This design comes from an exercise in tuning for small area, a short achievable clock period and few clock cycles per item on the open sky130 flow, not from production work.
At most, simulation tests tie the RTL to the original design; equivalence was not proved.

==> inputs of run Y <==
Design sr_convert, start of the top module:
module sr_convert (
    input  wire        clk,
    input  wire        rst,
    input  wire        in_valid,
    output wire        in_ready,
    input  wire [31:0] in_value,
    input  wire [1:0]  in_fmt,       
    input  wire        in_rnd,       
    input  wire        in_sat,
    input  wire [63:0] in_seed,
    input  wire [63:0] in_step,
    input  wire [31:0] in_tensor,
    input  wire [7:0]  in_tag,
    input  wire [47:0] in_coord,
    output reg         out_valid,
    input  wire        out_ready,
    output reg  [15:0] out_code,
    output reg  [2:0]  out_flags     
);
==> flow/config.mk <==
export PLATFORM = sky130hd
export DESIGN_NAME = sr_convert
export DESIGN_NICKNAME = sr_convert
export VERILOG_FILES = /design/flow/design.v
export SDC_FILE = /design/flow/constraint.sdc
export NUM_CORES = 4
export LEC_CHECK = 0
export CAP_MARGIN = 20
export CORE_MARGIN = 2
export CORE_UTILIZATION = 40
export SLEW_MARGIN = 20
==> flow/constraint.sdc <==
create_clock -name core_clock -period 25.0 [get_ports {clk}]
set_input_delay 5.0000 -clock core_clock [delete_from_list [all_inputs] [get_ports {clk}]]
set_output_delay 5.0000 -clock core_clock [all_outputs]
set_load 0.01 [all_outputs]
standard.sh (not shown) runs the stock make flow with config.mk's settings and CLKGATE_MAP_FILE= SYNTH_SCRIPT=/design/flow/synth_recipe.tcl, a recipe that flattens the netlist after the stock synthesis.
==> flow/flow/run.sh <==
#!/bin/bash
# Layout flow: the standard flow (standard.sh) in two parts.
#  1. The standard synthesis, unchanged.
#  2. fa_invert.py: removes the inverters that Yosys's adder extraction leaves
#     around full adder cells, using FA(~a, ~b, ~c) = ~FA(a, b, c); registers
#     and all other cells stay as they are.
#  3. The rest of the standard flow, with timing repair asked to leave
#     SETUP_MARGIN ns (flow/setup_margin) of setup slack at the design's own
#     clock period, so that the layout is optimised for the period it reaches
#     rather than only for the period it is checked at. The constraints
#     (constraint.sdc) are not changed.
# Each tool's full output stays in orfs/logs/; each step's output also goes to
# a log file of its own here.
set -euo pipefail
W=$(pwd)
MARGIN=$(cat flow/setup_margin)
RES="$W/orfs/results/$FLOW_PLATFORM/sr_convert/base"
bash standard.sh SETUP_SLACK_MARGIN="$MARGIN" "$RES/1_2_yosys.v" > synth.log 2>&1
cp "$RES/1_2_yosys.v" "$W/1_2_yosys_standard.v"
python3 flow/fa_invert.py "$RES/1_2_yosys.v" > fa_invert.log 2>&1
bash standard.sh SETUP_SLACK_MARGIN="$MARGIN" finish > flow.log 2>&1
==> flow/flow/setup_margin <==
17
Other scripts of this flow, unchanged in this note and not shown: flow/flow/fa_invert.py
==> inputs of run B, as changes to run Y <==
--- a/flow/design.v
+++ b/flow/design.v
@@ -5279,14 +5279,18 @@
     wire [2:0] occ = {2'b00, out_valid} + {1'b0, ocnt};
     wire space_ok = (occ + {2'b00, r1_item} + {2'b00, r2_item}) <= 3'd3;
     wire leave = r0_valid & (mode == M_F) & space_ok & ~miss;
     wire eq2_in = (in_seed == k_seed) & (in_step == k_step);
     wire eq3_in = eq2_in & ({in_tensor, in_tag} == k_tt);
+    wire V2_cap  = V2 & eq2_in;
+    wire V3_cap  = V3 & eq3_in;
+    wire miss_in = rdy & in_valid & in_rnd & ~V3_cap;
     reg [3:0] mode_n;
     always @* begin
         case (mode)
-            M_F:     mode_n = (r0_valid & miss) ? (V2 ? M_R3 : M_R1) : M_F;
+            M_F:     mode_n = miss_in ? (V2_cap ? M_R3 : M_R1) :
+                              (r0_valid & miss) ? (V2 ? M_R3 : M_R1) : M_F;
             M_R1:    mode_n = M_W1;
             M_W1:    mode_n = M_P2;
             M_P2:    mode_n = M_R2;
             M_R2:    mode_n = M_W2;
             M_W2:    mode_n = M_P3;
@@ -5296,11 +5300,11 @@
         endcase
         if (rst) mode_n = M_F;
     end
     wire r0_valid_n = ~rst & (rdy ? in_valid : r0_valid);
     wire r0_rnd_n   = rdy ? in_rnd : r0_rnd;
-    wire V3_n       = ~rst & (rdy ? (V3 & eq3_in) : ((mode == M_W3) | V3));
+    wire V3_n       = ~rst & (rdy ? V3_cap : ((mode == M_W3) | V3));
     wire r1_item_n  = (mode == M_F) & leave;
     wire ld  = ~out_valid | out_ready;
     wire deq = out_valid & out_ready;
     wire [2:0] occ_n = occ - {2'b00, deq} + {2'b00, r2_item};
     wire space_n = (occ_n + {2'b00, r1_item_n} + {2'b00, r1_item}) <= 3'd3;
@@ -5362,20 +5366,25 @@
     wire [63:0] c  = r1_b ^ (r1_b >> 27);
     wire [63:0] nc = ~(r1_b ^ (r1_b >> 27));
     wire [63:0] d;
     sr_mul2 u_mul2 (.a(c), .na(nc), .p(d));
     wire [63:0] y = d ^ (d >> 31);
-    always @(posedge clk) begin
-        if (r1_tag == T_H2) h2  <= y;
+    reg [63:0] hnext;
+    always @* begin
         if (r1_tag == T_H3)
-            h3a <= xs30(y);
+            hnext = y;
         else if (mode_n == M_R1)
-            h3a <= xs30(k_seed ^ GOLDEN);
+            hnext = (rdy ? in_seed : k_seed) ^ GOLDEN;
         else if (mode_n == M_R2)
-            h3a <= xs30(h2 ^ k_step);
-        else if (mode_n == M_R3)
-            h3a <= xs30(h2 ^ {k_tt, 24'd0});
+            hnext = h2 ^ k_step;
+        else
+            hnext = h2 ^ {(rdy ? {in_tensor, in_tag} : k_tt), 24'd0};
+    end
+    always @(posedge clk) begin
+        if (r1_tag == T_H2) h2  <= y;
+        if (r1_tag == T_H3 || mode_n == M_R1 || mode_n == M_R2 || mode_n == M_R3)
+            h3a <= xs30(hnext);
         r2_item <= ~rst & r1_item;
         r2_r     <= y[15:0];
         r2_value <= r1_value;
         r2_fmt   <= r1_fmt;
         r2_rnd   <= r1_rnd;
--- a/flow/flow/run.sh
+++ b/flow/flow/run.sh
@@ -6,16 +6,19 @@
 #     and all other cells stay as they are.
 #  3. The rest of the standard flow, with timing repair asked to leave
 #     SETUP_MARGIN ns (flow/setup_margin) of setup slack at the design's own
 #     clock period, so that the layout is optimised for the period it reaches
 #     rather than only for the period it is checked at. The constraints
-#     (constraint.sdc) are not changed.
+#     (constraint.sdc) are not changed. Every port still gets a buffer, as
+#     in the standard flow, but a plain buf_1 (which repair may resize) in
+#     place of the delay cell the resizer picks by default.
 # Each tool's full output stays in orfs/logs/; each step's output also goes to
 # a log file of its own here.
 set -euo pipefail
 W=$(pwd)
 MARGIN=$(cat flow/setup_margin)
 RES="$W/orfs/results/$FLOW_PLATFORM/sr_convert/base"
 bash standard.sh SETUP_SLACK_MARGIN="$MARGIN" "$RES/1_2_yosys.v" > synth.log 2>&1
 cp "$RES/1_2_yosys.v" "$W/1_2_yosys_standard.v"
 python3 flow/fa_invert.py "$RES/1_2_yosys.v" > fa_invert.log 2>&1
-bash standard.sh SETUP_SLACK_MARGIN="$MARGIN" finish > flow.log 2>&1
+bash standard.sh SETUP_SLACK_MARGIN="$MARGIN" \
+    "BUFFER_PORTS_ARGS=-buffer_cell sky130_fd_sc_hd__buf_1" finish > flow.log 2>&1
==> flow/flow/setup_margin (replaced) <==
18
CORE_UTILIZATION = 55   (was 40)
CTS_CLUSTER_DIAMETER = 100   (was not set)
CTS_CLUSTER_SIZE = 20   (was not set)
==> inputs of run X, as changes to run Y <==
--- a/flow/design.v
+++ b/flow/design.v
@@ -5279,28 +5279,32 @@
     wire [2:0] occ = {2'b00, out_valid} + {1'b0, ocnt};
     wire space_ok = (occ + {2'b00, r1_item} + {2'b00, r2_item}) <= 3'd3;
     wire leave = r0_valid & (mode == M_F) & space_ok & ~miss;
     wire eq2_in = (in_seed == k_seed) & (in_step == k_step);
     wire eq3_in = eq2_in & ({in_tensor, in_tag} == k_tt);
+    wire V3_cap  = V3 & eq3_in;
+    wire miss_tt = rdy & in_valid & in_rnd & V2 & ({in_tensor, in_tag} != k_tt);
     reg [3:0] mode_n;
+    reg       r3_chk;            
     always @* begin
         case (mode)
-            M_F:     mode_n = (r0_valid & miss) ? (V2 ? M_R3 : M_R1) : M_F;
+            M_F:     mode_n = miss_tt ? M_R3 :
+                              (r0_valid & miss) ? (V2 ? M_R3 : M_R1) : M_F;
             M_R1:    mode_n = M_W1;
             M_W1:    mode_n = M_P2;
             M_P2:    mode_n = M_R2;
             M_R2:    mode_n = M_W2;
             M_W2:    mode_n = M_P3;
             M_P3:    mode_n = M_R3;
-            M_R3:    mode_n = M_W3;
+            M_R3:    mode_n = (r3_chk & ~V2) ? M_R1 : M_W3;
             default: mode_n = M_F;
         endcase
         if (rst) mode_n = M_F;
     end
     wire r0_valid_n = ~rst & (rdy ? in_valid : r0_valid);
     wire r0_rnd_n   = rdy ? in_rnd : r0_rnd;
-    wire V3_n       = ~rst & (rdy ? (V3 & eq3_in) : ((mode == M_W3) | V3));
+    wire V3_n       = ~rst & (rdy ? V3_cap : ((mode == M_W3) | V3));
     wire r1_item_n  = (mode == M_F) & leave;
     wire ld  = ~out_valid | out_ready;
     wire deq = out_valid & out_ready;
     wire [2:0] occ_n = occ - {2'b00, deq} + {2'b00, r2_item};
     wire space_n = (occ_n + {2'b00, r1_item_n} + {2'b00, r1_item}) <= 3'd3;
@@ -5334,12 +5338,13 @@
             v2       <= 1'b1;
             v3       <= 1'b1;
         end
     end
     always @(posedge clk) begin
-        mode  <= mode_n;
-        sel_f <= (mode_n == M_F);
+        mode   <= mode_n;
+        sel_f  <= (mode_n == M_F);
+        r3_chk <= (mode == M_F);
     end
     wire [63:0] a  = h3a ^ {16'd0, r0_acoord & {48{sel_f}}};
     wire [63:0] na = ~a;
     wire [63:0] b;
     sr_mul1 u_mul1 (.a(a), .na(na), .p(b));
@@ -5348,11 +5353,11 @@
             r1_tag <= T_NONE;
         else
             case (mode)
                 M_F:        r1_tag <= leave ? T_ITEM : T_NONE;
                 M_R1, M_R2: r1_tag <= T_H2;
-                M_R3:       r1_tag <= T_H3;
+                M_R3:       r1_tag <= (r3_chk & ~V2) ? T_NONE : T_H3;
                 default:    r1_tag <= T_NONE;
             endcase
         r1_b     <= b;
         r1_value <= r0_value;
         r1_fmt   <= r0_fmt;
@@ -5362,20 +5367,25 @@
     wire [63:0] c  = r1_b ^ (r1_b >> 27);
     wire [63:0] nc = ~(r1_b ^ (r1_b >> 27));
     wire [63:0] d;
     sr_mul2 u_mul2 (.a(c), .na(nc), .p(d));
     wire [63:0] y = d ^ (d >> 31);
-    always @(posedge clk) begin
-        if (r1_tag == T_H2) h2  <= y;
+    reg [63:0] hnext;
+    always @* begin
         if (r1_tag == T_H3)
-            h3a <= xs30(y);
+            hnext = y;
         else if (mode_n == M_R1)
-            h3a <= xs30(k_seed ^ GOLDEN);
+            hnext = k_seed ^ GOLDEN;
         else if (mode_n == M_R2)
-            h3a <= xs30(h2 ^ k_step);
-        else if (mode_n == M_R3)
-            h3a <= xs30(h2 ^ {k_tt, 24'd0});
+            hnext = h2 ^ k_step;
+        else
+            hnext = h2 ^ {(rdy ? {in_tensor, in_tag} : k_tt), 24'd0};
+    end
+    always @(posedge clk) begin
+        if (r1_tag == T_H2) h2  <= y;
+        if (r1_tag == T_H3 || mode_n == M_R1 || mode_n == M_R2 || mode_n == M_R3)
+            h3a <= xs30(hnext);
         r2_item <= ~rst & r1_item;
         r2_r     <= y[15:0];
         r2_value <= r1_value;
         r2_fmt   <= r1_fmt;
         r2_rnd   <= r1_rnd;
--- a/flow/flow/run.sh
+++ b/flow/flow/run.sh
@@ -6,16 +6,19 @@
 #     and all other cells stay as they are.
 #  3. The rest of the standard flow, with timing repair asked to leave
 #     SETUP_MARGIN ns (flow/setup_margin) of setup slack at the design's own
 #     clock period, so that the layout is optimised for the period it reaches
 #     rather than only for the period it is checked at. The constraints
-#     (constraint.sdc) are not changed.
+#     (constraint.sdc) are not changed. Every port still gets a buffer, as
+#     in the standard flow, but a plain buf_1 (which repair may resize) in
+#     place of the delay cell the resizer picks by default.
 # Each tool's full output stays in orfs/logs/; each step's output also goes to
 # a log file of its own here.
 set -euo pipefail
 W=$(pwd)
 MARGIN=$(cat flow/setup_margin)
 RES="$W/orfs/results/$FLOW_PLATFORM/sr_convert/base"
 bash standard.sh SETUP_SLACK_MARGIN="$MARGIN" "$RES/1_2_yosys.v" > synth.log 2>&1
 cp "$RES/1_2_yosys.v" "$W/1_2_yosys_standard.v"
 python3 flow/fa_invert.py "$RES/1_2_yosys.v" > fa_invert.log 2>&1
-bash standard.sh SETUP_SLACK_MARGIN="$MARGIN" finish > flow.log 2>&1
+bash standard.sh SETUP_SLACK_MARGIN="$MARGIN" \
+    "BUFFER_PORTS_ARGS=-buffer_cell sky130_fd_sc_hd__buf_1" finish > flow.log 2>&1
CORE_UTILIZATION = 55   (was 40)
CTS_CLUSTER_DIAMETER = 100   (was not set)
CTS_CLUSTER_SIZE = 20   (was not set)
==> comparison table <==
metric	run B	run Y	run X
Highest clock rate	127 MHz	128 MHz	126 MHz
R2r endpoint	h3a[17]	h3a[9]	h3a[28]
Number of global-route vias before repair	46.9k	44.9k	43.7k
Launch instance of the worst min-delay path	r1_value[10]	r1_value[3]	r1_value[1]
Worst reg-to-reg setup slack	17.79 ns	17.17 ns	17.18 ns
Antenna violations before repair	7	12	9
Number of H-tree branching levels	2	3	2
WP buf/inv	5	3	4
Clk slew on worst S/H paths	0.10 ns	0.07 ns	0.09 ns
Run status	finished clean	finished clean	finished clean
Vias per cell	6.11	5.60	6.08
N_diodes	5	4	3
WHS	0.325 ns	0.303 ns	0.324 ns
Fraction of standard cell area in multi-input logic	60.8%	59.5%	61.7%
Flip-flop and latch area	0.0163 mm2	0.0172 mm2	0.0169 mm2
Non-Clock Buffer Area Fraction	10.6%	6.65%	5.69%
Placeable core region	0.111 mm2	0.154 mm2	0.110 mm2
Gate count of the mapped netlist	5106	5044	4972
Area of the multi-input gates	0.0465 mm2	0.0431 mm2	0.0426 mm2
Share of cells above drive strength 1	26.0%	10.9%	12.5%
Num tapcells	1488	2044	1488
Testbench counts of run B, summed over its fixed seeds: cycles 12,708, items 12,000.
No functional check of the RTL was part of run Y and run X.

[afterwards: timing with drivers on the ports]
The flow's constraints put no driver on any port. The routed layouts listed below were extracted and timed again, unchanged, in two steps.
Step 1 assumes that a clkbuf_16 drives the clock port and a buf_2 every other input.
Step 2 times the ports against the registers' clock, not the clock port: input delays grow and output delays shrink by t, the midpoint of the rising clock arrivals with the driver on.
Slacks: no drivers / after step 1 / after step 2; pairs: no drivers / after step 1.
| run | t, ns | setup WS [ns] | latest minus earliest clock arrival (ns) | worst data-port slew with drivers (ns) | cell pins on the clock port's net |
|---|---|---|---|---|---|
| run Y | 0.756 | 17.174 / 17.174 / 16.522 | 0.058 / 0.058 | 0.12 | 1 |
| run B | 0.711 | 17.101 / 17.133 / 16.422 | 0.063 / 0.063 | 0.16 | 1 |
| run X | 0.753 | 17.047 / 17.107 / 16.354 | 0.057 / 0.056 | 0.13 | 1 |
After both steps every run listed still meets setup and hold. For run X, which loses most, drivers alone change the setup slack by +0.060 ns; drivers and shift together by -0.693 ns.
